What follows belongs to an exercise in optimizing a design on an open flow for small area, a short achievable clock period and few clock cycles per item; a production flow would make more cautious choices. At most, simulation tests tie the RTL to the original design; equivalence was not proved. Only the layout flow was run in runs 1 to 3; the RTL was not checked for function there. Power and IR drop assume default switching activity.

File: flow/standard.sh
#!/bin/bash
# synth_recipe.tcl (not shown) runs the flow's synth.tcl, then flattens the netlist and writes it again
# the make line also repeats each setting of config.mk as NAME=value (left out here)
make -C /OpenROAD-flow-scripts/flow DESIGN_CONFIG=/design/flow/config.mk WORK_HOME=/design/flow/orfs CLKGATE_MAP_FILE= SYNTH_SCRIPT=/design/flow/synth_recipe.tcl "${@:-finish}"
File: flow/flow/abc.constr
set_driving_cell sky130_fd_sc_hd__buf_1
set_load 5
File: flow/design.v
module fp32_divsqrt (
    input  wire        clk,
    input  wire        rst,
    input  wire        in_valid,
    output wire        in_ready,
    input  wire        in_op,         
    input  wire [31:0] in_a,
    input  wire [31:0] in_b,
    output reg         out_valid,
    output wire [31:0] out_result,
    output wire [3:0]  out_flags      
);
    reg               busy;
    reg               op_r;
    reg               sign_r;
    reg        [4:0]  cnt;
    reg               first;      
    reg               last;       
    reg        [8:0]  exp_r;      
    reg        [25:1] W;
    reg        [24:0] D;          
    reg        [24:0] Q;
    reg        [3:0]  flg;
    assign in_ready   = !busy;
    assign out_result = {sign_r, exp_r[7:0], Q[22:0]};
    assign out_flags  = flg;
    wire [22:0] fa = in_a[22:0];
    wire [25:0] w_load = !in_op    ? {2'b01, fa, 1'b0} :
                         in_a[23]  ? {2'b00, fa, 1'b0} :
                                     {fa[22], !fa[22], fa[21:0], 2'b00};
    wire [24:0] d_load = in_op ? 25'h0800000 : {in_b[22:0], 2'b00};
    wire [7:0]  eb_in  = in_b[30:23];
    wire [24:0] q_load = {16'd0, eb_in[0], eb_in[1], eb_in[2], eb_in[3],
                          eb_in[4], eb_in[5], eb_in[6], eb_in[7], 1'b1};
    wire [8:0]  e_load = in_op ? {in_a[23], 1'b0, in_a[30:24]} : {1'b0, in_a[30:23]};
    wire [4:0]  c_load = in_op ? 5'd23 : 5'd25;
    wire [26:0] S    = {W[25:1], 2'b00};
    wire [26:0] T    = {1'b0, 1'b1, D};
    wire        ci   = !last | Q[0];
    wire [27:0] sum  = {1'b0, S} + {1'b0, ~T} + {27'd0, ci};
    wire        s    = sum[27];
    wire [25:1] w_nx = s ? sum[25:1] : S[25:1];
    wire [25:0] dec  = {25'd0, op_r} << cnt;
    wire [24:0] d_nx = (D & ~dec[24:0]) | ({dec[23:0], 1'b0} & {25{s}}) | dec[25:1];
    wire [4:0]  cnt_nx = cnt - 5'd1 - {4'd0, !op_r && cnt == 5'd15 && Q[9]};
    wire        inc = s;
    wire [22:0] ones;
    assign ones[0] = 1'b1;
    genvar gi;
    generate for (gi = 1; gi < 23; gi = gi + 1) begin : g_ones
        assign ones[gi] = ones[gi-1] & Q[gi-1];
    end endgenerate
    wire        carry  = inc & ones[22] & Q[22];
    wire [22:0] frac_r = Q[22:0] ^ (ones & {23{inc}});
    wire        x_big  = (exp_r >= 9'd384);
    wire        x_383  = (exp_r == 9'd383);
    wire        x_le129 = (exp_r <= 9'd129);
    wire        x_129  = (exp_r == 9'd129);
    wire        clamp  = x_big || x_le129;
    wire        r_ovf  = x_big || (x_383 && carry);
    wire        r_unf  = (x_le129 && !x_129) || (x_129 && !carry);
    wire [7:0]  x_dec  = exp_r[7:0] - 8'd1;
    wire [7:0]  x_inc  = x_dec + {7'd0, carry};
    wire [7:0]  r_exp  = r_ovf ? 8'hFF : r_unf ? 8'h00 : {!x_inc[7], x_inc[6:0]};
    wire [22:0] r_frac = clamp ? 23'd0 : frac_r;
    wire       ea0    = exp_r[8];           
    wire [7:0] eb     = Q[8:1];             
    wire       a_frnz = (|W[23:2]) | ((op_r && !ea0) ? W[25] : W[1]);
    wire       b_frnz = |D[24:2];
    wire       a_zero = (exp_r[7:0] == 8'd0) && !(op_r && ea0);
    wire       b_zero = (eb == 8'd0);
    wire       a_max  = (exp_r[6:0] == 7'h7F) && (op_r ? ea0 : exp_r[7]);
    wire       b_max  = (eb == 8'hFF);
    wire       a_inf  = a_max & !a_frnz;
    wire       b_inf  = b_max & !b_frnz;
    wire       a_nan  = a_max & a_frnz;
    wire       b_nan  = b_max & b_frnz;
    reg        sp_hit;
    reg        sp_nan;      
    reg        sp_inf;      
    reg [3:0]  sp_flg;
    always @(*) begin
        sp_hit = 1'b1;
        sp_nan = 1'b0;
        sp_inf = 1'b0;
        sp_flg = 4'b0000;
        if (!op_r) begin
            if (a_nan || b_nan) begin
                sp_nan = 1'b1;
            end else if ((a_zero && b_zero) || (a_inf && b_inf)) begin
                sp_nan = 1'b1;
                sp_flg = 4'b0100;
            end else if (b_zero) begin
                sp_inf = 1'b1;
                if (!a_inf) sp_flg = 4'b1000;
            end else if (a_inf) begin
                sp_inf = 1'b1;
            end else if (b_inf || a_zero) begin
                sp_inf = 1'b0;
            end else begin
                sp_hit = 1'b0;
            end
        end else begin
            if (a_nan) begin
                sp_nan = 1'b1;
            end else if (a_zero) begin
                sp_inf = 1'b0;
            end else if (sign_r) begin
                sp_nan = 1'b1;
                sp_flg = 4'b0100;
            end else if (a_inf) begin
                sp_inf = 1'b1;
            end else begin
                sp_hit = 1'b0;
            end
        end
    end
    wire sp = first && sp_hit;
    wire       e_ser = (cnt[4:3] == 2'b10);
    wire       e_y   = op_r ? (cnt[4:1] == 4'b1000) : !Q[10];
    wire       e_a   = exp_r[0];
    wire       e_c   = exp_r[8];
    wire       e_s   = e_a ^ e_y ^ e_c;
    wire       e_co  = (e_a & e_y) | (e_a & e_c) | (e_y & e_c);
    always @(posedge clk) begin
        if (rst) begin
            busy      <= 1'b0;
            out_valid <= 1'b0;
        end else if (!busy) begin
            busy      <= in_valid;
            out_valid <= 1'b0;
        end else begin
            busy      <= !(sp || last);
            out_valid <= sp || last;
        end
    end
    always @(posedge clk) begin
        flg <= sp ? sp_flg : {2'b00, r_unf, r_ovf};
        if (!busy) begin
            op_r   <= in_op;
            sign_r <= in_a[31] ^ (in_b[31] & !in_op);
            cnt    <= c_load;
            first  <= 1'b1;
            last   <= 1'b0;
            exp_r  <= e_load;
            W      <= w_load[25:1];
            D      <= d_load;
            Q      <= q_load;
        end else begin
            cnt    <= cnt_nx;
            first  <= 1'b0;
            last   <= (cnt_nx == 5'd0);
            W      <= w_nx;
            D      <= d_nx;
            if (sp) begin
                Q[22:0]    <= {sp_nan, 22'd0};
                exp_r[7:0] <= (sp_nan || sp_inf) ? 8'hFF : 8'h00;
                if (sp_nan) sign_r <= 1'b0;
            end else if (last) begin
                Q[22:0]    <= r_frac;
                exp_r[7:0] <= r_exp;
            end else begin
                Q <= {Q[23:0], s};
                if (e_ser)                     exp_r <= {e_co, e_s, exp_r[7:1]};
                else if (cnt == 5'd24)         exp_r[8] <= Q[0];
            end
        end
    end
endmodule
File: flow/constraint.sdc
create_clock -name core_clock -period 10.0 [get_ports {clk}]
set_input_delay 2.0000 -clock core_clock [delete_from_list [all_inputs] [get_ports {clk}]]
set_output_delay 2.0000 -clock core_clock [all_outputs]
set_load 0.01 [all_outputs]
File: flow/flow/minilib.py
import re, sys
lib = open(sys.argv[1]).read()
keep = set(sys.argv[3].split(','))
out = []
i = 0
m = re.compile(r'\n\s*cell\s*\(\s*"?([A-Za-z0-9_]+)"?\s*\)\s*\{')
pos = 0
first = m.search(lib)
out.append(lib[:first.start()])
while True:
    mm = m.search(lib, pos)
    if not mm: break
    # find matching brace
    j = mm.end(); depth = 1
    while depth:
        c = lib[j]
        if c == '{': depth += 1
        elif c == '}': depth -= 1
        j += 1
    if mm.group(1) in keep:
        out.append(lib[mm.start():j])
    pos = j
out.append('\n}\n')
open(sys.argv[2], 'w').write(''.join(out))
File: flow/flow/resyn.sh
#!/bin/bash
# Re-map the combinational logic of the standard synthesis netlist for area,
# keeping every register instance (name and cell) as it is.
# usage: resyn.sh results_dir flow_dir
set -euo pipefail
R=$1; F=$2
LIB=$FLOW_HOME/platforms/sky130hd/lib/sky130_fd_sc_hd__tt_025C_1v80.lib
YOSYS=${YOSYS_EXE:-$FLOW_HOME/../tools/install/yosys/bin/yosys}
T=$(pwd)/resyn_tmp; mkdir -p $T
cp $R/1_2_yosys.v $T/in.v
ALL=$(grep -o "sky130_fd_sc_hd__[a-z0-9_]*" $T/in.v | sort -u)
SEQ=$(echo "$ALL" | grep -E "__(df|edf|sdf|dl|sdl|ebuf|conb)" | tr '\n' ',' || true)
COMB=$(echo "$ALL" | grep -v -E "__(df|edf|sdf|dl|sdl|ebuf|conb)" | tr '\n' ',' || true)
python3 $F/minilib.py $LIB $T/comb.lib "$COMB"
python3 $F/minilib.py $LIB $T/seq.lib "$SEQ,sky130_fd_sc_hd__conb_1"
DU=$(sed -n '/DONT_USE_CELLS/,/^$/p' $FLOW_HOME/platforms/sky130hd/config.mk | grep -o "sky130_fd_sc_hd__[a-z0-9_]*" | sed 's/^/-dont_use /' | tr '\n' ' ')
tr ';' '\n' < $F/resyn.abc > $T/area.abc
cat > $T/resyn.ys <<EOS
read_liberty $T/comb.lib
read_liberty -lib $T/seq.lib
read_verilog $T/in.v
hierarchy -top $FLOW_TOP
blackbox $(echo $SEQ | tr ',' ' ') sky130_fd_sc_hd__conb_1
flatten
opt -purge
abc -script $T/area.abc -constr $F/abc.constr -liberty $LIB $DU
opt_clean -purge
hilomap -singleton -hicell sky130_fd_sc_hd__conb_1 HI -locell sky130_fd_sc_hd__conb_1 LO
opt_clean -purge
stat -liberty $LIB
write_verilog -noattr -nohex -nodec $T/out.v
EOS
$YOSYS -q -l $T/resyn.log $T/resyn.ys > /dev/null
cp $R/1_2_yosys.v $R/1_2_yosys_standard.v
cp $T/out.v $R/1_2_yosys.v
File: flow/flow/run.sh
#!/bin/bash
# Own layout flow: the standard synthesis, its combinational logic re-mapped
# for area (registers untouched), then the standard layout steps with timing
# repair aimed below the clock period.
set -euo pipefail
MARGIN=7.0
R=orfs/results/$FLOW_PLATFORM/fp32_divsqrt/base
bash standard.sh synth > synth_standard.log 2>&1
bash flow/resyn.sh $R flow > resyn.log 2>&1
rm -f $R/1_synth.odb $R/1_synth.sdc
bash standard.sh synth > synth_odb.log 2>&1
bash standard.sh SETUP_SLACK_MARGIN=$MARGIN BUFFER_PORTS_ARGS="-buffer_cell sky130_fd_sc_hd__buf_1" finish > layout.log 2>&1
File: flow/flow/resyn.abc
&get -n; &st; &dch; &nf; &put; topo; stime -c; buffer -c; upsize -c -D 2500; dnsize -c -D 2500
File: flow/config.mk
export PLATFORM = sky130hd
export DESIGN_NAME = fp32_divsqrt
export DESIGN_NICKNAME = fp32_divsqrt
export VERILOG_FILES = /design/flow/design.v
export SDC_FILE = /design/flow/constraint.sdc
export NUM_CORES = 4
export LEC_CHECK = 0
export CAP_MARGIN = 20
export CORE_MARGIN = 2
export CORE_UTILIZATION = 40
export SLEW_MARGIN = 20
==> results of run 1 <==
[state kept, by name (all words and copies together) (netlist names)]
register    flops
D              25
op_r            1
W              25
sign_r          1
out_result     15
flg             4
eb              8
first           1
cnt             5
out_valid       1
exp_r           9
busy            1
last            1
[worst register-to-register path, delay by kind of cell, from the launching register on]
| family | cells | cell delay [ps] |
|---|---|---|
| AO/OA/AOI/OAI | 4 | 890 |
| AND/OR/NAND/NOR | 6 | 1340 |
| multiplexers | 1 | 330 |
| flip-flops | 1 | 460 |
[metal layers]
metal	part of all wire (%)	track usage, %	vias up
met3	9.1	5.863	47
met5	0	0	-
met1	44	39.01	3283
met4	2.8	9.335	0
li1	-	-	3410
met2	44	41.52	334
[cell type report]
class	count	area [um^2]	share of cell area, %
multi-input combinational	699	4457	54.24
tap	211	264.0	3.213
sequential	97	2100	25.55
timing repair buffer	173	1049	12.76
clock inverter	6	50.05	0.6091
clock buffer	10	239.0	2.908
inverter	15	58.81	0.7157
[path summary, 6_finish.rpt]
kind / end / start / slack [ps]
hold / removal: out_result[10] / out_result[9] / 490
hold reg to reg: out_result[10] / out_result[9] / 490
setup / recovery: exp_r[3] / op_r / 6730
setup reg to reg: exp_r[3] / op_r / 6730
[layout by cell type (no fill, tap or decap), types with 6 or more instances in the layout]
| cell | n |
|---|---|
| dfxtp_2 | 23 |
| a221oi_1 | 7 |
| edfxtp_1 | 11 |
| clkbuf_16 | 9 |
| o31ai_1 | 9 |
| nand4_1 | 8 |
| nand2b_1 | 25 |
| xor2_1 | 27 |
| nor4_1 | 9 |
| nor2b_1 | 21 |
| xnor2_1 | 25 |
| a21o_1 | 8 |
| nor3_1 | 17 |
| o22ai_1 | 9 |
| o221ai_1 | 10 |
| nand3_1 | 24 |
| nor2_1 | 54 |
| buf_4 | 52 |
| o21ai_1 | 19 |
| dfxtp_1 | 58 |
| nand2_1 | 109 |
| buf_6 | 11 |
| o21ai_0 | 75 |
| buf_1 | 101 |
| inv_1 | 14 |
| a31oi_1 | 16 |
| and2_1 | 6 |
| a21oi_1 | 90 |
[power breakdown]
group	internal (mW)	switching, mW
clock network	0.179	0.174
registers	0.453	0.0949
logic	0.277	0.353
[repair_timing]
| action | 4_1_cts | 5_1_grt |
|---|---|---|
| gates resized for setup | 82 | 65 |
| setup buffers | 44 | 15 |
| pin swaps | 39 | 19 |
| gates cloned | 4 | 0 |
| setup endpoints to repair | 107 | 102 |
[through the flow]
stage          worst slack [ps]  hold WS, ps  utilization (%)  cell area [um^2]  instances
2_1_floorplan              6898        483.0                -              6299        847
3_3_place_gp               6108        484.1            45.01              6868       1132
3_5_place_dp               6030        489.9            45.01              6868       1132
4_1_cts                    6743        497.7            51.57              7869       1196
5_1_grt                    6637        521.5            53.85              8217       1211
6_report                   6728        488.3            53.85              8217       1211
==> impl_results.md, run 1 <==
- Total Nets Final: 1063
- Crit Path Class: reg -> reg
- Delay-heaviest family, CP: simple AND/OR/NAND/NOR gates
- WHS Path Cells: 2
- WL final: roughly 23 mm
- Clock skew: 10.70 ps
- Cell-by-cell listing of the critical path: nand2b_1, mux2i_2, nand3_2, nor2_4, nor2b_1, or4b_2, a21oi_4, nor3_2, o211a_4, a221oi_1, o21ai_1
- Worst slew pin tran: 975.8 ps
- Crit. End Element: flop
- Largest net degree at the start of global routing: 37
- Sink Count: 97
- DR iter-0 viols: around 740
- Synth warn: 1
- Global-route wire length before repair: 35.58 mm
- Fill cells: 1472
- Syn Std Cell Area: approximately 0.0063 mm^2
- Drc violations: 0
- CP startpoint kind: flop
- Port bufs: 105
- VDD IR max: 99.26 uV
- RSZ-0062 raised after global routing: yes
- Power per standard cell area: between 150 and 200 mW/mm^2
- Row Count: 45
- Syn_nets: 915
- Mapped Cells: 847
- Grt total ovfl: 0
- Area Overhead vs Synth: 31.37%
- Critical-path top delay cell: or4b_2
- Initial Utilization: a little over 40%
- Fin crit share: between 30% and 40%
- Final min period: 3272 ps
- Lkg Pwr: around 3.0 nW
- Setup Total Neg Slack: 0 ps
- GR Util All Layers: 27.46%
- Vias post-DR: around 7000
- Worst reg2reg path depth: 11
- Drt wl/cell: roughly 19 um
- Peak fanout along the critical path: 8
- Core Footprint: 0.01526 mm^2
- Crit path arrival time: 3380 ps
- Endpoints failing hold: 0
- Share of cells above drive strength 1: roughly 20%
- Crit path buffers/inverters: 0
- CTS H-tree depth: 3
- Post-DR vias/cell: 5.841
- Status: complete, no violations
- HP Class: reg -> reg
- Hold buffer count at cts: 0
- TritonCTS buffer count: 9
- CTS clk-pin slew, worst paths: around 70 ps
- Max Transition Viols Final: 0
- Final Setup Violations: 0
- Dpl hpwl: 15.14 mm
- Cell depth of the worst setup path: 11
- Initial antenna violation count: 0
- Pre-antenna DRT Iters: 5
- IO Pins: 106
- Post-Syn Area per Cell: around 7.4 um^2
- Die area: 0.01665 mm^2
- Clk root buf: clkbuf_16
- GPL Wtd Cong: 0.9484
- Worst EP required: about 10000 ps
- Die Span X: about 130 um
- Delay of the slowest critical-path stage: 680 ps
- FMAX: 305.6 MHz
- Max cap viols: 0
- Clock latency at the later pin of the worst-skew pair: ~370 ps
- Die Ht: around 130 um
- Vias in the first global route: approximately 6500
- Max-slew headroom: 34.45%
- Clock buffer depth: 2
- ANT nets after route: 0
- Total Power: 1.531 mW
- ANT cells: 0
- CTS tree: done
==> run 2: changes to the inputs <==
--- a/flow/flow/run.sh
+++ b/flow/flow/run.sh
@@ -5,3 +5,3 @@
 set -euo pipefail
-MARGIN=7.0
+MARGIN=6.5
 R=orfs/results/$FLOW_PLATFORM/fp32_divsqrt/base
==> run 2 against run 1 <==
Net effect: flip-flop and latch count unchanged; power is 6.6% lower; via count fell by 5.2%; combinational power decreased by 21%; critical endpoint is now exp_r[2]; largest power group is now sequential cells.
==> impl_results.md, run 2 <==
- Vias post-DR: 6707 (was 7074)
- Die Span X: 129.0 um (unchanged)
- Seq pwr share: 38.3% (was 35.8%)
- Worst slew pin tran: 930.3 ps (was 975.8 ps)
- Max cap viols: 0 (unchanged)
- Fill cells: 1611 (was 1472)
- Start point of the critical path: D[11] (was op_r)
- Drc violations: 0 (unchanged)
- Clock buffer depth: 2 (unchanged)
- ANT cells: 0 (unchanged)
- Status: complete, no violations (unchanged)
- Syn Std Cell Area: 0.006255 mm^2 (unchanged)
- Max-slew headroom: 37.98% (was 34.45%)
- Mapped Cells: 847 (unchanged)
- Hold Startpoint: out_result[15] (was out_result[9])
- RSZ-0062 raised after global routing: yes (unchanged)
- WL final: 21.02 mm (was 23.14 mm)
- GPL Wtd Cong: 0.8806 (was 0.9484)
- Fin crit share: 34.01% (was 32.72%)
- FMAX: 294.0 MHz (was 305.6 MHz)
- Area Overhead vs Synth: 17.50% (was 31.37%)
- Final min period: 3401 ps (was 3272 ps)
- Final Setup Violations: 0 (unchanged)
- Sink Count: 97 (unchanged)
- Clk root buf: clkbuf_16 (unchanged)
- Switching Fraction: 40.28% (was 40.63%)
- CTS tree: done (unchanged)
- Hold buffer count at cts: 0 (unchanged)
- Dpl hpwl: 14.98 mm (was 15.14 mm)
- Max Transition Viols Final: 0 (unchanged)
- Crit path arrival time: 3610 ps (was 3380 ps)
- ANT nets after route: 0 (unchanged)
- Syn_nets: 915 (unchanged)
- Clock skew: 12.28 ps (was 10.70 ps)
- Initial Utilization: 40.99% (unchanged)
- Net switching power: 576.3 uW (was 622.1 uW)
- Clock latency at the later pin of the worst-skew pair: 370 ps (about the same)
- GR Util All Layers: 24.74% (was 27.46%)
- Total Nets Final: 1011 (was 1063)
- Pre-CTS WS: 5915 ps (was 6030 ps)
- Peak fanout along the critical path: 8 (unchanged)
- Internal: 854.5 uW (was 909.0 uW)
- Final core utilization: 48.17% (was 53.85%)
- CTS clk-pin slew, worst paths: 80 ps (was 70 ps)
- Worst r2r dst: exp_r[2] (was exp_r[3])
- R2R Setup Slk: 6600 ps (was 6730 ps)
- CP startpoint kind: flop (unchanged)
- Pre-antenna DRT Iters: 5 (unchanged)
- Share of cells above drive strength 1: 8.122% (was 20.00%)
- TritonCTS buffer count: 9 (unchanged)
- Endpoints failing hold: 0 (unchanged)
- IO Pins: 106 (unchanged)
- Post-DR vias/cell: 5.787 (was 5.841)
- Power per standard cell area: 194.7 mW/mm^2 (was 186.3 mW/mm^2)
- Commonest cells after routing, fill and taps aside: nand2_1 (115), buf_1 (105), a21oi_1 (93) (was nand2_1 (109), buf_1 (101), a21oi_1 (90))
- Port bufs: 105 (unchanged)
- Largest net degree at the start of global routing: 73 (was 37)
- Setup Total Neg Slack: 0 ps (unchanged)
- DR iter-0 viols: 606 (was 736)
- Lkg Pwr: 2.634 nW (was 3.009 nW)
- Die area: 0.01665 mm^2 (unchanged)
- Row Count: 45 (unchanged)
- RR Startpoint: D[11] (was op_r)
- Worst reg2reg path depth: 15 (was 11)
- Grt total ovfl: 0 (unchanged)
- Vias in the first global route: 6054 (was 6455)
- Commonest non-fill, non-tap cell in the layout: nand2_1 (unchanged)
- Total Power: 1.431 mW (was 1.531 mW)
- Initial antenna violation count: 0 (unchanged)
- WHS Path Cells: 2 (unchanged)
- HP Class: reg -> reg (unchanged)
- Die Ht: 129.0 um (unchanged)
- Post-Syn Area per Cell: 7.385 um^2 (unchanged)
- Power share of the clock group: 27.0% (was 23.1%)
- Combinational group share of total power: 34.7% (was 41.1%)
- Terminating pin of the worst hold path: out_result[16] (was out_result[10])
- Worst EP required: 10210 ps (was 10100 ps)
- Core Footprint: 0.01526 mm^2 (unchanged)
- Global-route wire length before repair: 32.29 mm (was 35.58 mm)
- Crit. End Element: flop (unchanged)
- Drt wl/cell: 18.14 um (was 19.10 um)
- Final Worst Setup Slack: 6599 ps (was 6728 ps)
- CTS H-tree depth: 3 (unchanged)
- Synth warn: 1 (unchanged)
- VDD IR max: 99.56 uV (was 99.26 uV)
- Crit Path Class: reg -> reg (unchanged)
## run 2: changes by cell type in the layout (fill, tap and decap cells not counted), moves of 5 or more
cell / before / now
nor2b_1: 21 / 26
buf_6: 11 / 1
dfxtp_1: 58 / 79
buf_4: 52 / 14
o21ai_1: 19 / 10
o21ai_0: 75 / 87
nand2_1: 109 / 115
dfxtp_2: 23 / 6
## run 2: layout make-up
type	instances	area, um^2	share of cell area [%]
Inverter	15	56.30	0.7661
Clock buffer	9	225.2	3.064
Clock inverter	7	92.59	1.260
Timing Repair Buffer	123	535.5	7.286
Tap cell	211	264.0	3.592
Sequential cell	97	2063	28.07
Multi-Input combinational cell	697	4113	55.96
## run 2: worst max-delay path, stage by stage, from the launching register on
cell and delay, ps:
dfxtp_2 360, nor2b_1 170, or2_1 230, or4_4 560
nor3_4 210, o31ai_2 110, a21oi_2 230, a31oi_4 120
buf_8 160, nor4_4 210, buf_6 180, nand3_2 110
a21oi_4 210, buf_4 170, a21oi_1 60, o21ai_1 160
## run 2: worst max-delay path by stage
stage                    end  slack, ps
floorplan           exp_r[4]       6740
detailed placement  exp_r[4]       5920
finish              exp_r[2]       6600
global route        exp_r[2]       6440
global placement    exp_r[5]       6020
CTS                 exp_r[0]       6500
## run 2: routing by layer
layer,track usage (%),share of wire (%),vias up
met2,37.66,45,226
met4,7.289,2.1,0
met1,35.62,47,3155
met3,4.831,6.5,39
met5,0,0,-
li1,-,-,3287
## run 2: stage by stage
stage                     cell area (um^2)  std cells  hold WS (ps)
after floorplan                       6255        847         477.2
after global placement                6829       1132         485.0
after detailed placement              6829       1132         492.5
after CTS                             7218       1151         501.0
after global routing                  7350       1159         525.5
final                                 7350       1159         498.4
## run 2: power groups by stage
stage	sequential, mW	combinational, mW	clock, mW
2_1_floorplan	0.517	0.349	0
3_3_place_gp	0.550	0.454	0
3_5_place_dp	0.549	0.454	0
4_1_cts	0.541	0.464	0.388
5_1_grt	0.556	0.548	0.404
6_report	0.548	0.497	0.386
## run 2: timing repair
item                                    in CTS  in global routing
resized for setup                           13                 19
buffers inserted                             3                  7
pin swaps                                    2                  9
endpoints found under the setup margin      44                 32
cloned                                       0                  1
==> run 3: changes to the inputs <==
--- a/flow/flow/run.sh
+++ b/flow/flow/run.sh
@@ -5,3 +5,3 @@
 set -euo pipefail
-MARGIN=6.5
+MARGIN=6.75
 R=orfs/results/$FLOW_PLATFORM/fp32_divsqrt/base
==> run 3 against run 2 <==
Net effect: combinational power rose by 8.7%; critical path type unchanged; largest cell class unchanged; critical endpoint is now exp_r[4]; first-iteration DRC count fell by 14%; maximum frequency rose by 3.2%; power rose by 0.86%; still clean; critical path depth fell by 1; count of clock-buffer cells in the layout rose by 1; core utilization rose by 1.8 points.
==> impl_results.md, run 3 <==
- Status: complete, no violations (unchanged)
- Initial Utilization: 40.99% (unchanged)
- Core Footprint: 0.01526 mm^2 (unchanged)
- IO Pins: 106 (unchanged)
- WL final: 21.13 mm (was 21.02 mm)
- Crit path arrival time: 3400 ps (was 3610 ps)
- Hold buffer count at cts: 0 (unchanged)
- Share of cells above drive strength 1: 12.05% (was 8.122%)
- HP Class: reg -> reg (unchanged)
- Synth warn: 1 (unchanged)
- TritonCTS buffer count: 9 (unchanged)
- Crit Path Class: reg -> reg (unchanged)
- Clock latency at the later pin of the worst-skew pair: 360 ps (was 370 ps)
- Pre-antenna DRT Iters: 5 (unchanged)
- Net switching power: 581.9 uW (was 576.3 uW)
- Internal: 861.2 uW (was 854.5 uW)
- Port bufs: 105 (unchanged)
- Mapped Cells: 847 (unchanged)
- Die Span X: 129.0 um (unchanged)
- Syn Std Cell Area: 0.006255 mm^2 (unchanged)
- Area Overhead vs Synth: 21.88% (was 17.50%)
- Setup Total Neg Slack: 0 ps (unchanged)
- CTS clk-pin slew, worst paths: 70 ps (was 80 ps)
- Clock skew: 9.119 ps (was 12.28 ps)
- Delay of the slowest critical-path stage: 560 ps (about the same)
- CTS tree: done (unchanged)
- Power per standard cell area: 189.3 mW/mm^2 (was 194.7 mW/mm^2)
- Commonest cells after routing, fill and taps aside: nand2_1 (111), buf_1 (105), a21oi_1 (91) (was nand2_1 (115), buf_1 (105), a21oi_1 (93))
- Row Count: 45 (unchanged)
- Drt wl/cell: 18.00 um (was 18.14 um)
- Global-route wire length before repair: 33.41 mm (was 32.29 mm)
- Clk root buf: clkbuf_16 (unchanged)
- Fill cells: 1600 (was 1611)
- Die area: 0.01665 mm^2 (unchanged)
- Endpoints failing hold: 0 (unchanged)
- Crit. End Element: flop (unchanged)
- Peak fanout along the critical path: 7 (was 8)
- Final min period: 3297 ps (was 3401 ps)
- Post-DR vias/cell: 5.776 (was 5.787)
- Combinational group share of total power: 37.4% (was 34.7%)
- Post-Syn Area per Cell: 7.385 um^2 (unchanged)
- CTS H-tree depth: 3 (unchanged)
- DR iter-0 viols: 524 (was 606)
- ANT nets after route: 0 (unchanged)
- Max cap viols: 0 (unchanged)
- Vias in the first global route: 6211 (was 6054)
- Sink Count: 97 (unchanged)
- VDD IR max: 98.63 uV (was 99.56 uV)
- GPL Wtd Cong: 0.9162 (was 0.8806)
- Power share of the clock group: 24.8% (was 27.0%)
- Critical-path top delay cell: or4_4 (unchanged)
- Fin crit share: 32.97% (was 34.01%)
- FMAX: 303.3 MHz (was 294.0 MHz)
- Worst slew pin tran: 817.8 ps (was 930.3 ps)
- Switching Fraction: 40.32% (was 40.28%)
- Max Transition Viols Final: 0 (unchanged)
- Final Setup Violations: 0 (unchanged)
- Die Ht: 129.0 um (unchanged)
- Vias post-DR: 6781 (was 6707)
- RSZ-0062 raised after global routing: yes (unchanged)
- ANT cells: 0 (unchanged)
- Syn_nets: 915 (unchanged)
- Seq pwr share: 37.7% (was 38.3%)
- Initial antenna violation count: 0 (unchanged)
- Commonest non-fill, non-tap cell in the layout: nand2_1 (unchanged)
- Worst EP required: 10100 ps (was 10210 ps)
- GR Util All Layers: 25.65% (was 24.74%)
- Cell-by-cell listing of the critical path: nor2b_4, or2_1, or4_4, nor3_4, o31ai_4, a21oi_2, a31oi_4, buf_12, nor4_4, buf_6, a211oi_4, a21o_1, a31oi_1, o21ai_1 (was nor2b_1, or2_1, or4_4, nor3_4, o31ai_2, a21oi_2, a31oi_4, buf_8, nor4_4, buf_6, nand3_2, a21oi_4, buf_4, a21oi_1, o21ai_1)
- CP startpoint kind: flop (unchanged)
- Grt total ovfl: 0 (unchanged)
- Dpl hpwl: 15.02 mm (was 14.98 mm)
- Total Nets Final: 1026 (was 1011)
- Drc violations: 0 (unchanged)
- Lkg Pwr: 2.717 nW (was 2.634 nW)
- Clock buffer depth: 2 (unchanged)
- Largest net degree at the start of global routing: 73 (unchanged)
- Max-slew headroom: 45.48% (was 37.98%)
- WHS: 499.8 ps (was 498.4 ps)
## run 3: final timing paths
| path | startpoint | endpoint | slack, ps | depth (start not counted) |
|---|---|---|---|---|
| worst max-delay path | D[11] | exp_r[4] | 6700 | 14 |
| worst min-delay path | out_result[15] | out_result[16] | 500 | 2 |
| worst max register to register | D[11] | exp_r[4] | 6700 | 14 |
| worst min register to register | out_result[15] | out_result[16] | 500 | 2 |
## run 3: critical path, delay by kind of cell, from the launching register on
family / cells / cell delay, ps
AO/OA/AOI/OAI: 7 / 970
buffers and inverters: 2 / 350
flip-flops: 1 / 370
AND/OR/NAND/NOR: 5 / 1340
## run 3: repair_timing
| action | CTS | global route |
|---|---|---|
| buffers inserted | 15 | 9 |
| pin swaps | 24 | 11 |
| setup endpoints to repair | 62 | 54 |
| gates resized for setup | 45 | 26 |
| cloned | 1 | 0 |
## run 3: power by group through the flow
stage / Clock, mW / Combinational [mW] / Sequential (mW)
after floorplan: 0 / 0.349 / 0.517
after global placement: 0 / 0.457 / 0.550
after detailed placement: 0 / 0.457 / 0.549
after CTS: 0.362 / 0.502 / 0.541
after global routing: 0.376 / 0.591 / 0.554
final: 0.358 / 0.540 / 0.544
## run 3: area by class of cell
cell class	count	area [um^2]	share of cell area [%]
Timing Repair Buffer	137	654.4	8.584
Multi-Input combinational cell	698	4279	56.13
Tap cell	211	264.0	3.463
Clock inverter	6	58.81	0.7714
Clock buffer	10	239.0	3.135
Inverter	15	56.30	0.7386
Sequential cell	97	2072	27.18
## run 3: metrics by stage
stage / power (mW) / setup slack [ps] / area, um^2 / utilization (%) / instances
global route: 1.521 / 6592 / 7624 / 49.96 / 1174
CTS: 1.405 / 6689 / 7446 / 48.80 / 1165
detailed placement: 1.006 / 6025 / 6844 / 44.85 / 1133
global placement: 1.007 / 6168 / 6844 / 44.85 / 1133
finish: 1.443 / 6703 / 7624 / 49.96 / 1174
floorplan: 0.8663 / 6795 / 6262 / - / 847
## run 3: per-layer routing
metal  wire length, um  global-route usage (%)
met1              9784                   36.22
met2              9590                   40.12
met3              1400                   5.244
met4               354                   6.650
met5                 0                       0
==> run 4: changes to the inputs <==
--- a/flow/design.v
+++ b/flow/design.v
@@ -19,3 +19,3 @@
     reg        [8:0]  exp_r;      
-    reg        [25:1] W;
+    reg        [25:0] W;
     reg        [24:0] D;          
@@ -36,3 +36,3 @@
     wire [4:0]  c_load = in_op ? 5'd23 : 5'd25;
-    wire [26:0] S    = {W[25:1], 2'b00};
+    wire [26:0] S    = {W, 1'b0};
     wire [26:0] T    = {1'b0, 1'b1, D};
@@ -41,3 +41,3 @@
     wire        s    = sum[27];
-    wire [25:1] w_nx = s ? sum[25:1] : S[25:1];
+    wire [25:0] w_nx = s ? sum[25:0] : S[25:0];
     wire [25:0] dec  = {25'd0, op_r} << cnt;
@@ -62,4 +62,4 @@
     wire [7:0]  x_dec  = exp_r[7:0] - 8'd1;
-    wire [7:0]  x_inc  = x_dec + {7'd0, carry};
-    wire [7:0]  r_exp  = r_ovf ? 8'hFF : r_unf ? 8'h00 : {!x_inc[7], x_inc[6:0]};
+    wire [7:0]  r_exp  = r_ovf ? 8'hFF : r_unf ? 8'h00 :
+                         carry ? {!exp_r[7], exp_r[6:0]} : {!x_dec[7], x_dec[6:0]};
     wire [22:0] r_frac = clamp ? 23'd0 : frac_r;
@@ -145,3 +145,3 @@
             exp_r  <= e_load;
-            W      <= w_load[25:1];
+            W      <= w_load;
             D      <= d_load;
--- a/flow/flow/run.sh
+++ b/flow/flow/run.sh
@@ -5,3 +5,3 @@
 set -euo pipefail
-MARGIN=6.75
+MARGIN=6.5
 R=orfs/results/$FLOW_PLATFORM/fp32_divsqrt/base
==> run 4 against run 3 <==
Net effect: still clean on timing, DRC and antenna; core utilization is 2.4 points lower; cell area fell by 0.11%; combinational power shrank 5.2%; final cell count fell by 0.85%; flip-flop and latch count up 1; critical path depth is 2 lower; die area up 5.1%; critical endpoint is now exp_r[7].
==> impl_results.md, run 4 <==
- Status: complete, no violations (unchanged)
- WHS: 523.4 ps (was 499.8 ps)
- Endpoints failing hold: 0 (unchanged)
- Largest net degree at the start of global routing: 73 (unchanged)
- Power share of the clock group: 25.9% (was 24.8%)
- Vias post-DR: 6830 (was 6781)
- GR Util All Layers: 24.49% (was 25.65%)
- Max cap viols: 0 (unchanged)
- RSZ-0062 raised after global routing: no (was yes)
- HP Class: reg -> reg (unchanged)
- Clock skew: 17.66 ps (was 9.119 ps)
- Hold buffer count at cts: 0 (unchanged)
- GPL Wtd Cong: 0.9219 (was 0.9162)
- Pre-antenna DRT Iters: 6 (was 5)
- Final Setup Violations: 0 (unchanged)
- Initial Utilization: 41.16% (was 40.99%)
- VDD IR max: 106.7 uV (was 98.63 uV)
- Max Transition Viols Final: 0 (unchanged)
- Crit. End Element: flop (unchanged)
- TritonCTS buffer count: 9 (unchanged)
- Post-Syn Area per Cell: 7.675 um^2 (was 7.385 um^2)
- Clock buffer depth: 2 (unchanged)
- Crit Path Class: reg -> reg (unchanged)
- WL met2: 9.191 mm (was 9.590 mm)
- WL final: 21.63 mm (was 21.13 mm)
- Mapped Cells: 858 (was 847)
- Terminating pin of the worst hold path: out_result[11] (was out_result[16])
- WL met1: 10.29 mm (was 9.784 mm)
- WHS Path Cells: 2 (unchanged)
- DR iter-0 viols: 704 (was 524)
- Crit path arrival time: 3470 ps (was 3400 ps)
- Die area: 0.01750 mm^2 (was 0.01665 mm^2)
- Worst EP required: 10100 ps (about the same)
- Grt total ovfl: 0 (unchanged)
- Vias in the first global route: 6242 (was 6211)
- Total Nets Final: 1011 (was 1026)
- Worst reg2reg path depth: 12 (was 14)
- Die Span X: 132.3 um (was 129.0 um)
- ANT cells: 0 (unchanged)
- Fin crit share: 33.68% (was 32.97%)
- Synth warn: 1 (unchanged)
- Power per standard cell area: 186.2 mW/mm^2 (was 189.3 mW/mm^2)
- Fill cells: 1686 (was 1600)
- Row Count: 46 (was 45)
- FMAX: 296.9 MHz (was 303.3 MHz)
- Clock latency at the later pin of the worst-skew pair: 380 ps (was 360 ps)
- Core Footprint: 0.01600 mm^2 (was 0.01526 mm^2)
- Worst slew pin tran: 1031 ps (was 817.8 ps)
- Seq pwr share: 37.9% (was 37.7%)
- Final min period: 3368 ps (was 3297 ps)
- RR Startpoint: W[7] (was D[11])
- Die Ht: 132.3 um (was 129.0 um)
- Area Overhead vs Synth: 15.64% (was 21.88%)
- Post-DR vias/cell: 5.868 (was 5.776)
- Initial antenna violation count: 0 (unchanged)
- Top reg by flops: W
- Final core utilization: 47.59% (was 49.96%)
- CTS tree: done (unchanged)
- Share of cells above drive strength 1: 10.02% (was 12.05%)
- Clk root buf: clkbuf_16 (unchanged)
- Drt wl/cell: 18.58 um (was 18.00 um)
- IO Pins: 106 (unchanged)
- CP startpoint kind: flop (unchanged)
- Sink Count: 98 (was 97)
- Switching Fraction: 40.44% (was 40.32%)
- Syn_nets: 926 (was 915)
- Setup Total Neg Slack: 0 ps (unchanged)
- Port bufs: 105 (unchanged)
- ANT nets after route: 0 (unchanged)
- Global-route wire length before repair: 34.25 mm (was 33.41 mm)
- CTS clk-pin slew, worst paths: 70 ps (about the same)
- WL met3: 1.625 mm (was 1.400 mm)
- Net switching power: 573.3 uW (was 581.9 uW)
- Peak fanout along the critical path: 8 (was 7)
- Total Power: 1.418 mW (was 1.443 mW)
- Worst r2r dst: exp_r[7] (was exp_r[4])
- Syn Std Cell Area: 0.006585 mm^2 (was 0.006255 mm^2)
- R2R Setup Slk: 6630 ps (was 6700 ps)
- Internal: 844.4 uW (was 861.2 uW)
- Dpl hpwl: 15.60 mm (was 15.02 mm)
- Drc violations: 0 (unchanged)
- Lkg Pwr: 2.723 nW (was 2.717 nW)
- Max-slew headroom: 31.28% (was 45.48%)
- Hold Startpoint: out_result[11] (was out_result[15])
- Max layer used: met4 (unchanged)
- Max FFs per register: 26
- Combinational group share of total power: 36.1% (was 37.4%)
- Commonest cells after routing, fill and taps aside: nor2_1 (105), buf_1 (105), nand2_1 (91) (was nand2_1 (111), buf_1 (105), a21oi_1 (91))
- CTS H-tree depth: 3 (unchanged)
run 4: cell count changes in the layout (fill, tap and decap cells not counted), moves of 7 or more:
cell	delta
a211oi_1	+7
a21oi_1	-31
a221o_1	+10
a22o_1	+8
a31oi_1	-7
buf_4	-13
nand2_1	-20
nor2_1	+48
nor4_1	+9
o21ai_0	-20
o21ai_1	-8
o221ai_1	-8
xnor2_1	-7
run 4: worst max-delay path, cell delays in order (launching register included):
cell and delay, ps:
dfxtp_1 360, nor2b_1 160, maj3_1 390, a311o_1 350, nand3_1 180, a211oi_2 100, buf_4 160, o31ai_4 300
nor4b_4 90, and4_4 190, a311o_2 470, a31oi_1 230, o211ai_1 130
run 4: cell type report:
type | instances | area (um^2) | area share [%]
multi-input combinational | 695 | 4359 | 57.25
sequential | 98 | 2092 | 27.47
timing repair buffer | 122 | 525.5 | 6.901
tap | 216 | 270.3 | 3.549
clock buffer | 10 | 250.2 | 3.286
inverter | 17 | 63.81 | 0.8380
clock inverter | 6 | 53.80 | 0.7065
run 4: power by group through the flow:
stage	combinational, mW	sequential [mW]	clock [mW]
CTS	0.491	0.533	0.366
finish	0.512	0.538	0.368
global route	0.564	0.548	0.381
floorplan	0.371	0.512	0
detailed placement	0.476	0.546	0
global placement	0.474	0.545	0
run 4: worst max-delay path by stage:
stage,start,end,depth (start not counted)
2_1_floorplan,exp_r[0],exp_r[0],14
3_5_place_dp,last,exp_r[1],11
3_3_place_gp,last,exp_r[4],11
4_1_cts,D[17],exp_r[4],12
6_report,W[7],exp_r[7],12
5_1_grt,in_a[23],W[14],4
run 4: per-stage QoR:
| stage | instances | area (um^2) | setup WS (ps) |
|---|---|---|---|
| final | 1164 | 7615 | 6632 |
| after floorplan | 858 | 6590 | 6539 |
| after global routing | 1164 | 7615 | 6465 |
| after CTS | 1160 | 7507 | 6503 |
| after global placement | 1137 | 7108 | 5969 |
| after detailed placement | 1137 | 7108 | 5774 |
run 4: routing by layer:
metal / GRT usage, % / vias up
met5: 0 / -
met4: 7.885 / 0
met3: 3.691 / 25
met2: 36.46 / 291
met1: 36.17 / 3192
li1: - / 3322
run 4: timing repair:
| action | in CTS | in global routing |
|---|---|---|
| cloned | 1 | 0 |
| gates resized for setup | 10 | 23 |
| setup buffers | 6 | 4 |
| setup endpoints to repair | 34 | 29 |
| pin swaps | 4 | 7 |
Testbench counts of run 4, summed over its fixed seeds: cycles 62,573, ops 2,400.
==> run 5: changes to the inputs <==
--- a/flow/design.v
+++ b/flow/design.v
@@ -19,3 +19,3 @@
     reg        [8:0]  exp_r;      
-    reg        [25:0] W;
+    reg        [25:1] W;
     reg        [24:0] D;          
@@ -36,8 +36,28 @@
     wire [4:0]  c_load = in_op ? 5'd23 : 5'd25;
-    wire [26:0] S    = {W, 1'b0};
+    wire [26:0] S    = {W[25:1], 2'b00};
     wire [26:0] T    = {1'b0, 1'b1, D};
     wire        ci   = !last | Q[0];
-    wire [27:0] sum  = {1'b0, S} + {1'b0, ~T} + {27'd0, ci};
-    wire        s    = sum[27];
-    wire [25:0] w_nx = s ? sum[25:0] : S[25:0];
+    wire [26:0] a_g  = S & ~T;
+    wire [26:0] a_p  = S ^ ~T;
+    wire [26:0] bg [0:8];
+    wire [26:0] bp [0:8];
+    assign bg[0] = {a_g[26:1], a_g[0] | (a_p[0] & ci)};
+    assign bp[0] = a_p;
+    genvar gk, gj;
+    generate for (gk = 0; gk < 8; gk = gk + 1) begin : g_bk
+        localparam integer SP = (gk < 4) ? (1 << gk) : (1 << (7 - gk));
+        for (gj = 0; gj < 27; gj = gj + 1) begin : g_b
+            if ((gk < 4) ? (((gj + 1) % (2 * SP)) == 0)
+                         : ((((gj + 1) % (2 * SP)) == SP) && (gj > SP))) begin : g_op
+                assign bg[gk+1][gj] = bg[gk][gj] | (bp[gk][gj] & bg[gk][gj-SP]);
+                assign bp[gk+1][gj] = bp[gk][gj] & bp[gk][gj-SP];
+            end else begin : g_pass
+                assign bg[gk+1][gj] = bg[gk][gj];
+                assign bp[gk+1][gj] = bp[gk][gj];
+            end
+        end
+    end endgenerate
+    wire [27:0] sum  = {bg[8][26], a_p ^ {bg[8][25:0], ci}};
+    wire        s    = bg[8][26];
+    wire [25:1] w_nx = s ? sum[25:1] : S[25:1];
     wire [25:0] dec  = {25'd0, op_r} << cnt;
@@ -62,4 +82,4 @@
     wire [7:0]  x_dec  = exp_r[7:0] - 8'd1;
-    wire [7:0]  r_exp  = r_ovf ? 8'hFF : r_unf ? 8'h00 :
-                         carry ? {!exp_r[7], exp_r[6:0]} : {!x_dec[7], x_dec[6:0]};
+    wire [7:0]  x_inc  = x_dec + {7'd0, carry};
+    wire [7:0]  r_exp  = r_ovf ? 8'hFF : r_unf ? 8'h00 : {!x_inc[7], x_inc[6:0]};
     wire [22:0] r_frac = clamp ? 23'd0 : frac_r;
@@ -145,3 +165,3 @@
             exp_r  <= e_load;
-            W      <= w_load;
+            W      <= w_load[25:1];
             D      <= d_load;
==> flow/flow/resyn.abc (replaced) <==
&get -n; &st; &dch; &nf; &put
==> run 5 against run 4 <==
Net effect: combinational power decreased by 8.2%; register-to-register slack gained 50 ps; worst hold slack worse by 37 ps; count of clock-buffer cells in the layout increased by 1; non-clock buffer count is 7 lower; global-route usage decreased by 0.28 points; clock skew barely moved; power down 3.6%; setup slack better by 54 ps; core utilization is 1.7 points higher; largest cell class unchanged.
==> impl_results.md, run 5 <==
- Share of cells above drive strength 1: 6.215% (was 10.02%)
- Die Span X: 125.1 um (was 132.3 um)
- Power per standard cell area: 192.3 mW/mm^2 (was 186.2 mW/mm^2)
- Placed Cells: 1046 (was 1137)
- Die Ht: 125.1 um (was 132.3 um)
- Global-route wire length before repair: 30.74 mm (was 34.25 mm)
- Total Nets Final: 948 (was 1011)
- Non-Filler Instances: 1069 (was 1164)
- ANT cells: 0 (unchanged)
- Worst slew pin tran: 854.0 ps (was 1031 ps)
- Crit path arrival time: 3530 ps (was 3470 ps)
- Vias in the first global route: 5575 (was 6242)
- Total Power: 1.366 mW (was 1.418 mW)
- RR Startpoint: D[17] (was W[7])
- CTS tree: done (unchanged)
- Commonest non-fill, non-tap cell in the layout: buf_1
- GPL Wtd Cong: 0.9392 (was 0.9219)
- Dpl hpwl: 13.83 mm (was 15.60 mm)
- CP startpoint kind: flop (unchanged)
- Worst r2r dst: exp_r[2] (was exp_r[7])
- Max Transition Viols Final: 0 (unchanged)
- Lkg Pwr: 2.435 nW (was 2.723 nW)
- Vias post-DR: 6320 (was 6830)
- FMAX: 301.7 MHz (was 296.9 MHz)
- Status: complete, no violations (unchanged)
- Synth warn: 1 (unchanged)
- Initial Utilization: 40.70% (was 41.16%)
- Start point of the critical path: D[17] (was W[7])
- Drc violations: 0 (unchanged)
- Clock buffer depth: 2 (unchanged)
- R2R Setup Slk: 6690 ps (was 6630 ps)
- Grt total ovfl: 0 (unchanged)
- Max cap viols: 0 (unchanged)
- Largest net degree at the start of global routing: 64 (was 73)
- Peak fanout along the critical path: 9 (was 8)
- Cell depth of the worst setup path: 12 (unchanged)
- Critical path capture point: exp_r[2] (was exp_r[7])
- Syn_nets: 820 (was 926)
- Worst reg2reg path depth: 12 (unchanged)
- Crit path buffers/inverters: 1 (unchanged)
- CTS H-tree depth: 3 (unchanged)
- Post-Syn Area per Cell: 7.807 um^2 (was 7.675 um^2)
- Max-slew headroom: 42.54% (was 31.28%)
- Drt wl/cell: 18.20 um (was 18.58 um)
- Worst EP required: 10210 ps (was 10100 ps)
- Setup Total Neg Slack: 0 ps (unchanged)
- Final Setup Violations: 0 (unchanged)
- Endpoints failing hold: 0 (unchanged)
- RSZ-0062 raised after global routing: no (unchanged)
- Initial antenna violation count: 0 (unchanged)
- WL final: 19.46 mm (was 21.63 mm)
- Hold Startpoint: out_result[19] (was out_result[11])
- Pre-antenna DRT Iters: 9 (was 6)
- ANT nets after route: 0 (unchanged)
- Delay-heaviest family, CP: compound AO/OA/AOI/OAI gates (unchanged)
- Mapped Cells: 752 (was 858)
- Die area: 0.01566 mm^2 (was 0.01750 mm^2)
- Clock skew: 17.32 ps (was 17.66 ps)
- WHS: 486.6 ps (was 523.4 ps)
- Final min period: 3315 ps (was 3368 ps)
- Row Count: 44 (was 46)
- Sink Count: 97 (was 98)
- Port bufs: 105 (unchanged)
- Area Overhead vs Synth: 21.01% (was 15.64%)
- Crit Path Class: reg -> reg (unchanged)
- Clock latency at the later pin of the worst-skew pair: 370 ps (was 380 ps)
- Clk root buf: clkbuf_16 (unchanged)
- Fin crit share: 33.15% (was 33.68%)
- HP Class: reg -> reg (unchanged)
- Delay of the slowest critical-path stage: 470 ps (about the same)
- CP dominant cell by count: a21oi_1
- GR Util All Layers: 24.21% (was 24.49%)
- Critical-path top delay cell: a311oi_4 (was a311o_2)
- VDD IR max: 102.2 uV (was 106.7 uV)
- IO Pins: 106 (unchanged)
- Fill cells: 1517 (was 1686)
- Cell-by-cell listing of the critical path: xor2_2, o211ai_1, a21oi_1, nor3b_1, nor3_2, a311oi_4, buf_4, a311oi_4, xnor2_1, a21oi_1, or3_1, a21oi_1 (was nor2b_1, maj3_1, a311o_1, nand3_1, a211oi_2, buf_4, o31ai_4, nor4b_4, and4_4, a311o_2, a31oi_1, o211ai_1)
- CTS clk-pin slew, worst paths: 70 ps (about the same)
- Crit. End Element: flop (unchanged)
- Syn Std Cell Area: 0.005871 mm^2 (was 0.006585 mm^2)
- Core Footprint: 0.01442 mm^2 (was 0.01600 mm^2)
- Commonest cells after routing, fill and taps aside: buf_1 (104), o21ai_0 (101), dfxtp_1 (83) (was nor2_1 (105), buf_1 (105), nand2_1 (91))
- DR iter-0 viols: 496 (was 704)
- Post-DR vias/cell: 5.912 (was 5.868)
- TritonCTS buffer count: 9 (unchanged)
==> run 5: changes by cell type in the layout (fill, tap and decap cells not counted), sizes merged, moves of 6 or more <==
cell    previous run  this run
a211oi            10         1
a22oi             11        19
a311oi             0         6
a32o               7         1
buf              122       114
clkinv             2        22
inv               20         2
nand2             92        81
nand2b            27        21
nor2             111        68
o21ai             69       101
o22ai             11         2
o31ai             14         7
==> run 5: area by class of cell <==
class	instances	area, um^2	area share, %
repair buffers	115	483.0	6.798
clock inverters	5	35.03	0.4931
clock buffers	11	264.0	3.716
inverters	20	78.83	1.110
flip-flops and latches	97	2058	28.97
well taps	184	230.2	3.241
multi-input cells	637	3955	55.67
==> run 5: where the power goes <==
| part | internal (mW) | switching, mW | total [mW] | leakage, nW |
|---|---|---|---|---|
| sequential | 0.449 | 0.0900 | 0.539 | 0.832 |
| combinational | 0.185 | 0.285 | 0.470 | 1.45 |
| clock | 0.192 | 0.165 | 0.357 | 0.153 |
==> run 5: worst min-delay path by stage <==
stage                                 to  slack, ps  cells after the start
after floorplan                    W[24]        470                      2
after global placement    out_result[20]        480                      2
after detailed placement  out_result[20]        470                      2
after CTS                 out_result[20]        480                      2
after global routing      out_result[20]        530                      2
final                     out_result[20]        490                      2
==> run 5: routing by layer <==
layer / wire (um) / track usage [%] / vias up
li1: - / - / 3099
met1: 9210 / 34.62 / 2986
met2: 8650 / 37.02 / 203
met3: 1208 / 5.306 / 32
met4: 386 / 6.471 / 0
met5: 0 / 0 / -
==> run 5: tightest hold or removal path: stages, from the launching register on <==
cell     delay (ps)
dfxtp_1         340
nand2_1          60
nand2_1          40
==> run 5: stage by stage <==
| step | cell area (um^2) | utilization (%) | worst slack [ps] |
|---|---|---|---|
| 3_3_place_gp | 6580 | 45.62 | 5824 |
| 3_5_place_dp | 6580 | 45.62 | 5750 |
| 2_1_floorplan | 5914 | - | 6563 |
| 4_1_cts | 6980 | 48.40 | 6488 |
| 5_1_grt | 7104 | 49.25 | 6419 |
| 6_report | 7104 | 49.25 | 6685 |
==> run 5: repair_timing <==
action                                  in CTS  in global routing
pin swaps                                    2                  7
hold buffers                                 0                  0
endpoints found under the setup margin      65                 55
buffers inserted                             2                  3
cloned                                       1                  1
gates resized for setup                     15                 15
Testbench counts of run 5, summed over its fixed seeds: cycles 62,573, ops 2,400.
==> run 6: changes to the inputs <==
==> flow/flow/resyn.abc (replaced) <==
&get -n; &st; &dch; &nf; &put; topo; stime -c; upsize -c -D 2500; dnsize -c -D 2500
==> run 6 against run 5 <==
Net effect: critical path depth is 1 lower; maximum frequency fell by 1.5%; power increased by 3.4%; clock skew is 9.3 ps lower; sequential share of layout area is 0.35 points lower; register-to-register slack got worse by 50 ps; non-clock buffer count decreased by 2; final cell count about the same; clock power is 11% higher; largest power group unchanged.
==> impl_results.md, run 6 <==
- Final Worst Setup Slack: 6636 ps (was 6685 ps)
- CP startpoint kind: flop (unchanged)
- TritonCTS buffer count: 9 (unchanged)
- Pre-antenna DRT Iters: 5 (was 9)
- Grt total ovfl: 0 (unchanged)
- DR iter-0 viols: 483 (was 496)
- Sink Count: 97 (unchanged)
- Clock skew: 8.021 ps (was 17.32 ps)
- Largest net degree at the start of global routing: 64 (unchanged)
- Final min period: 3364 ps (was 3315 ps)
- VDD IR max: 102.1 uV (was 102.2 uV)
- Post-DR vias/cell: 5.795 (was 5.912)
- Port bufs: 105 (unchanged)
- Crit path arrival time: 3580 ps (was 3530 ps)
- Dpl hpwl: 13.51 mm (was 13.83 mm)
- Final core utilization: 47.92% (was 49.25%)
- Power per standard cell area: 196.1 mW/mm^2 (was 192.3 mW/mm^2)
- Setup Total Neg Slack: 0 ps (unchanged)
- Pre-CTS WS: 6032 ps (was 5750 ps)
- ANT nets after route: 0 (unchanged)
- Die Span X: 127.3 um (was 125.1 um)
- Mapped Cells: 752 (unchanged)
- HP Class: reg -> reg (unchanged)
- Max cap viols: 0 (unchanged)
- GPL Wtd Cong: 0.8691 (was 0.9392)
- Initial antenna violation count: 0 (unchanged)
- Crit Path Class: reg -> reg (unchanged)
- Drt wl/cell: 17.76 um (was 18.20 um)
- Commonest non-fill, non-tap cell in the layout: buf_1 (unchanged)
- ANT cells: 0 (unchanged)
- Share of cells above drive strength 1: 7.256% (was 6.215%)
- CTS H-tree depth: 3 (unchanged)
- FMAX: 297.3 MHz (was 301.7 MHz)
- Fin crit share: 33.64% (was 33.15%)
- CTS tree: done (unchanged)
- Final Setup Violations: 0 (unchanged)
- Vias post-DR: 6201 (was 6320)
- Synth warn: 1 (unchanged)
- Clock latency at the later pin of the worst-skew pair: 360 ps (was 370 ps)
- Hold buffer count at cts: 0 (unchanged)
- WL final: 19.01 mm (was 19.46 mm)
- Worst EP required: 10210 ps (about the same)
- Row Count: 45 (was 44)
- RSZ-0062 raised after global routing: yes (was no)
- Syn_nets: 820 (unchanged)
- GR Util All Layers: 23.52% (was 24.21%)
- Vias in the first global route: 5434 (was 5575)
- Endpoints failing hold: 0 (unchanged)
- CTS clk-pin slew, worst paths: 70 ps (about the same)
- Area Overhead vs Synth: 18.38% (was 21.01%)
- Core Footprint: 0.01503 mm^2 (was 0.01442 mm^2)
- Max Transition Viols Final: 0 (unchanged)
- Syn Std Cell Area: 0.006086 mm^2 (was 0.005871 mm^2)
- Initial Utilization: 40.48% (was 40.70%)
- Commonest cells after routing, fill and taps aside: buf_1 (104), o21ai_0 (95), dfxtp_1 (80) (was buf_1 (104), o21ai_0 (101), dfxtp_1 (83))
- Max-slew headroom: 34.44% (was 42.54%)
- Worst slew pin tran: 980.2 ps (was 854.0 ps)
- Drc violations: 0 (unchanged)
- Lkg Pwr: 2.464 nW (was 2.435 nW)
- Die Ht: 127.3 um (was 125.1 um)
- Die area: 0.01622 mm^2 (was 0.01566 mm^2)
- IO Pins: 106 (unchanged)
- Post-Syn Area per Cell: 8.093 um^2 (was 7.807 um^2)
- Crit. End Element: flop (unchanged)
- Global-route wire length before repair: 30.06 mm (was 30.74 mm)
- Total Nets Final: 945 (was 948)
- Clk root buf: clkbuf_16 (unchanged)
- Status: complete, no violations (unchanged)
- Clock buffer depth: 2 (unchanged)
- Total Power: 1.413 mW (was 1.366 mW)
- Peak fanout along the critical path: 8 (was 9)
-- run 6: timing repair --
item,CTS,global route
resized for setup,5,15
endpoints found under the setup margin,30,38
cloned,1,0
setup buffers,3,3
pin swaps,2,9
-- run 6: area by class of cell --
class,count,area [um^2]
Fill cell,1539,7829
Multi-Input combinational cell,636,4008
Sequential cell,97,2062
Timing Repair Buffer,113,467.9
Clock buffer,12,256.5
Tap cell,188,235.2
Inverter,20,101.3
Clock inverter,4,73.82
-- run 6: power breakdown --
part / total [mW] / switching [mW] / internal (mW) / leakage, nW
clock network: 0.396 / 0.162 / 0.233 / 0.159
logic: 0.479 / 0.288 / 0.191 / 1.47
registers: 0.538 / 0.0890 / 0.449 / 0.833
total: 1.41 / 0.539 / 0.874 / 2.46
-- run 6: per-stage QoR --
step	instances	hold WS [ps]	cell area, um^2
after floorplan	752	467.4	6087
after global placement	1047	477.9	6735
after detailed placement	1047	484.7	6735
after CTS	1067	493.3	7126
after global routing	1070	519.2	7204
final	1070	488.9	7204
-- run 6: worst max-delay path, stage by stage (launching register included) --
cell      delay [ps]
dfxtp_1          420
xor2_1           170
nor4_2           400
nand3_1          200
a41oi_2          310
o21bai_2         190
a311oi_4         410
and3_4           290
a311o_2          270
a21oi_1           50
or3_1            370
a21oi_1          130
-- run 6: routing by layer --
layer,global-route usage [%],wire (um)
met1,35.34,9406
met2,35.23,8400
met4,7.111,262
met5,0,0
met3,2.764,937
-- run 6: worst paths after layout --
check / start / endpoint / slack, ps / cells past startpoint
hold / removal: out_result[15] / out_result[16] / 490 / 2
setup / recovery: W[13] / exp_r[2] / 6640 / 11
hold reg to reg: out_result[15] / out_result[16] / 490 / 2
setup reg to reg: W[13] / exp_r[2] / 6640 / 11
==> run 7: changes to the inputs <==
==> flow/flow/resyn.abc (replaced) <==
&get -n; &st; &dch; &nf; &put; topo; stime -c; buffer -c; upsize -c -D 2500; dnsize -c -D 2500
==> run 7 against run 6 <==
Net effect: still clean on timing, DRC and antenna; count of clock-buffer cells in the layout rose by 2; power down 4.0%; critical endpoint unchanged; clock power decreased by 14%; critical path type unchanged; register-to-register slack barely moved; sequential share of layout area increased by 0.50 points; worst hold slack better by 14 ps; non-clock buffer count grew 5; clock skew hardly changed.
==> impl_results.md, run 7 <==
- Status: complete, no violations (unchanged)
- Final Setup Violations: 0 (unchanged)
- Die Span X: 128.0 um (was 127.3 um)
- Commonest non-fill, non-tap cell in the layout: buf_1 (unchanged)
- Global-route wire length before repair: 30.47 mm (was 30.06 mm)
- CTS tree: done (unchanged)
- Max-slew headroom: 52.61% (was 34.44%)
- Core Footprint: 0.01509 mm^2 (was 0.01503 mm^2)
- FMAX: 297.5 MHz (was 297.3 MHz)
- Post-Syn Area per Cell: 7.750 um^2 (was 8.093 um^2)
- WL final: 19.00 mm (was 19.01 mm)
- Fill cells: 1577 (was 1539)
- Dpl hpwl: 14.04 mm (was 13.51 mm)
- ANT nets after route: 0 (unchanged)
- Worst reg2reg path depth: 11 (unchanged)
- Fin crit share: 33.61% (was 33.64%)
- Area Overhead vs Synth: 14.80% (was 18.38%)
- Final core utilization: 46.82% (was 47.92%)
- CP startpoint kind: flop (unchanged)
- Switching Fraction: 39.27% (was 38.13%)
- R2R Setup Slk: 6640 ps (about the same)
- Sink Count: 97 (unchanged)
- Die area: 0.01639 mm^2 (was 0.01622 mm^2)
- GR Util All Layers: 23.62% (was 23.52%)
- WHS: 502.5 ps (was 488.9 ps)
- Worst slew pin tran: 708.2 ps (was 980.2 ps)
- Power per standard cell area: 191.9 mW/mm^2 (was 196.1 mW/mm^2)
- Clock buffer depth: 2 (unchanged)
- Mapped Cells: 794 (was 752)
- VDD IR max: 102.7 uV (was 102.1 uV)
- Clock skew: 7.711 ps (was 8.021 ps)
- Share of cells above drive strength 1: 6.208% (was 7.256%)
- Pre-CTS WS: 6487 ps (was 6032 ps)
- CTS clk-pin slew, worst paths: 70 ps (about the same)
- Drt wl/cell: 17.69 um (was 17.76 um)
- Clock latency at the later pin of the worst-skew pair: 360 ps (about the same)
- Setup Total Neg Slack: 0 ps (unchanged)
- Commonest cells after routing, fill and taps aside: buf_1 (105), o21ai_0 (98), dfxtp_1 (82) (was buf_1 (104), o21ai_0 (95), dfxtp_1 (80))
- CTS H-tree depth: 3 (unchanged)
- Die Ht: 128.0 um (was 127.3 um)
- Crit path arrival time: 3590 ps (was 3580 ps)
- Final min period: 3361 ps (was 3364 ps)
- GPL Wtd Cong: 0.8504 (was 0.8691)
- Endpoints failing hold: 0 (unchanged)
- Terminating pin of the worst hold path: out_result[20] (was out_result[16])
- Lkg Pwr: 2.487 nW (was 2.464 nW)
- RSZ-0062 raised after global routing: yes (unchanged)
- Max cap viols: 0 (unchanged)
- HP Class: reg -> reg (unchanged)
- Largest net degree at the start of global routing: 64 (unchanged)
- Post-DR vias/cell: 5.859 (was 5.795)
- Combinational group share of total power: 35.0% (was 33.9%)
- Grt total ovfl: 0 (unchanged)
- Worst r2r dst: exp_r[2] (unchanged)
- Row Count: 45 (unchanged)
- Syn_nets: 862 (was 820)
- TritonCTS buffer count: 9 (unchanged)
- WHS Path Cells: 2 (unchanged)
- Seq pwr share: 39.8% (was 38.1%)
- Hold Startpoint: out_result[19] (was out_result[15])
- Drc violations: 0 (unchanged)
- Final Worst Setup Slack: 6639 ps (was 6636 ps)
- Worst EP required: 10220 ps (was 10210 ps)
- Peak fanout along the critical path: 8 (unchanged)
- Net switching power: 532.4 uW (was 538.7 uW)
- RR Startpoint: D[14] (was W[13])
- Initial Utilization: 40.78% (was 40.48%)
- Crit Path Class: reg -> reg (unchanged)
- Internal: 823.4 uW (was 874.1 uW)
- Crit. End Element: flop (unchanged)
- ANT cells: 0 (unchanged)
- Total Power: 1.356 mW (was 1.413 mW)
- Initial antenna violation count: 0 (unchanged)
- IO Pins: 106 (unchanged)
- Max Transition Viols Final: 0 (unchanged)
- Pre-antenna DRT Iters: 5 (unchanged)
- Total Nets Final: 949 (was 945)
- Synth warn: 1 (unchanged)
- Vias in the first global route: 5755 (was 5434)
- Port bufs: 105 (unchanged)
- Power share of the clock group: 25.2% (was 28.0%)
- DR iter-0 viols: 577 (was 483)
- Clk root buf: clkbuf_16 (unchanged)
- Syn Std Cell Area: 0.006153 mm^2 (was 0.006086 mm^2)
- Vias post-DR: 6293 (was 6201)
==> run 7: cell types whose count changed in the layout (fill, tap and decap cells not counted), moves of 4 or more <==
cell and change:
inv_1 +19, clkinv_1 -18, nor2_1 +5, buf_4 +4
==> run 7: worst max path at each step <==
stage | end | start | cells after the start | slack, ps
global route | exp_r[6] | W[1] | 12 | 6460
detailed placement | out_result[12] | out_result[0] | 12 | 6490
global placement | W[2] | in_a[23] | 4 | 6530
floorplan | W[2] | in_op | 6 | 6780
finish | exp_r[2] | D[14] | 11 | 6640
CTS | exp_r[2] | last | 10 | 6510
==> run 7: per-stage QoR <==
step,std cells,cell area [um^2]
after global placement,1052,6688
after detailed placement,1052,6688
final,1074,7064
after CTS,1068,6968
after floorplan,794,6153
after global routing,1074,7064
==> run 7: power groups by stage <==
stage | registers (mW) | clock network (mW) | logic [mW]
3_3_place_gp | 0.545 | 0 | 0.457
2_1_floorplan | 0.510 | 0 | 0.360
5_1_grt | 0.550 | 0.361 | 0.529
3_5_place_dp | 0.545 | 0 | 0.460
6_report | 0.540 | 0.341 | 0.474
4_1_cts | 0.537 | 0.344 | 0.463
==> run 7: repair_timing <==
item                       CTS  global route
pin swaps                    0             5
setup buffers                0             5
hold buffers                 0             0
setup endpoints to repair    3            15
resized for setup            1             9
==> run 7: area by class of cell <==
type | instances | area (um^2) | share of cell area (%)
Clock buffer | 14 | 264.0 | 3.737
Clock inverter | 2 | 12.51 | 0.1771
Inverter | 20 | 77.57 | 1.098
Multi-Input combinational cell | 635 | 3919 | 55.47
Sequential cell | 97 | 2057 | 29.12
Tap cell | 188 | 235.2 | 3.330
Timing Repair Buffer | 118 | 499.2 | 7.067
==> run 7: layer usage <==
layer  vias to the layer above  track usage (%)  part of all wire [%]
met2                       227            37.43                    46
li1                       3103                -                     -
met3                        21            4.925                   6.9
met1                      2942            33.09                    45
met5                         -                0                     0
met4                         0            5.495                   1.7
==> run 7: worst max-delay path, cell delays in order (launching register included) <==
cell and delay (ps):
dfxtp_1 470, xor2_1 170, nor4_2 400, nand2_1 180, a311oi_4 320, o21bai_2 170
a311oi_4 410, and3_2 320, a311o_4 260, a21oi_1 50, or3_1 360, a21oi_2 110

==> port drivers added, routing unchanged <==
The results above use ideal ports. As a check the final layouts listed here were re-extracted and re-timed, cells and wires unchanged.
Step 1, drivers: a clkbuf_16 drives clk and a buf_2 each remaining input, both assumed.
Step 2 also shifts input and output timing later by t, the mid clock arrival at the registers, as if the neighbouring blocks saw the same clock.
Three values: ideal, step 1, step 2; two values: the first two.
| run | t, ns | slack for setup (ns) | worst register clock-pin slew, ns | worst data-port slew with drivers (ns) |
|---|---|---|---|---|
| run 1 | 0.404 | 6.728 / 6.728 / 6.668 | 0.08 / 0.08 | 0.04 |
| run 2 | 0.404 | 6.599 / 6.599 / 6.237 | 0.08 / 0.08 | 0.04 |
| run 3 | 0.401 | 6.703 / 6.703 / 6.429 | 0.08 / 0.08 | 0.04 |
| run 4 | 0.410 | 6.632 / 6.627 / 6.260 | 0.08 / 0.08 | 0.04 |
| run 5 | 0.400 | 6.685 / 6.685 / 6.311 | 0.08 / 0.08 | 0.06 |
| run 6 | 0.401 | 6.636 / 6.636 / 6.388 | 0.07 / 0.07 | 0.07 |
| run 7 | 0.403 | 6.639 / 6.639 / 6.487 | 0.07 / 0.07 | 0.04 |
After both steps every run listed still meets setup and hold. The setup slack of run 5, which loses most, moves by 0.000 ns with the drivers and by -0.374 ns with both steps.
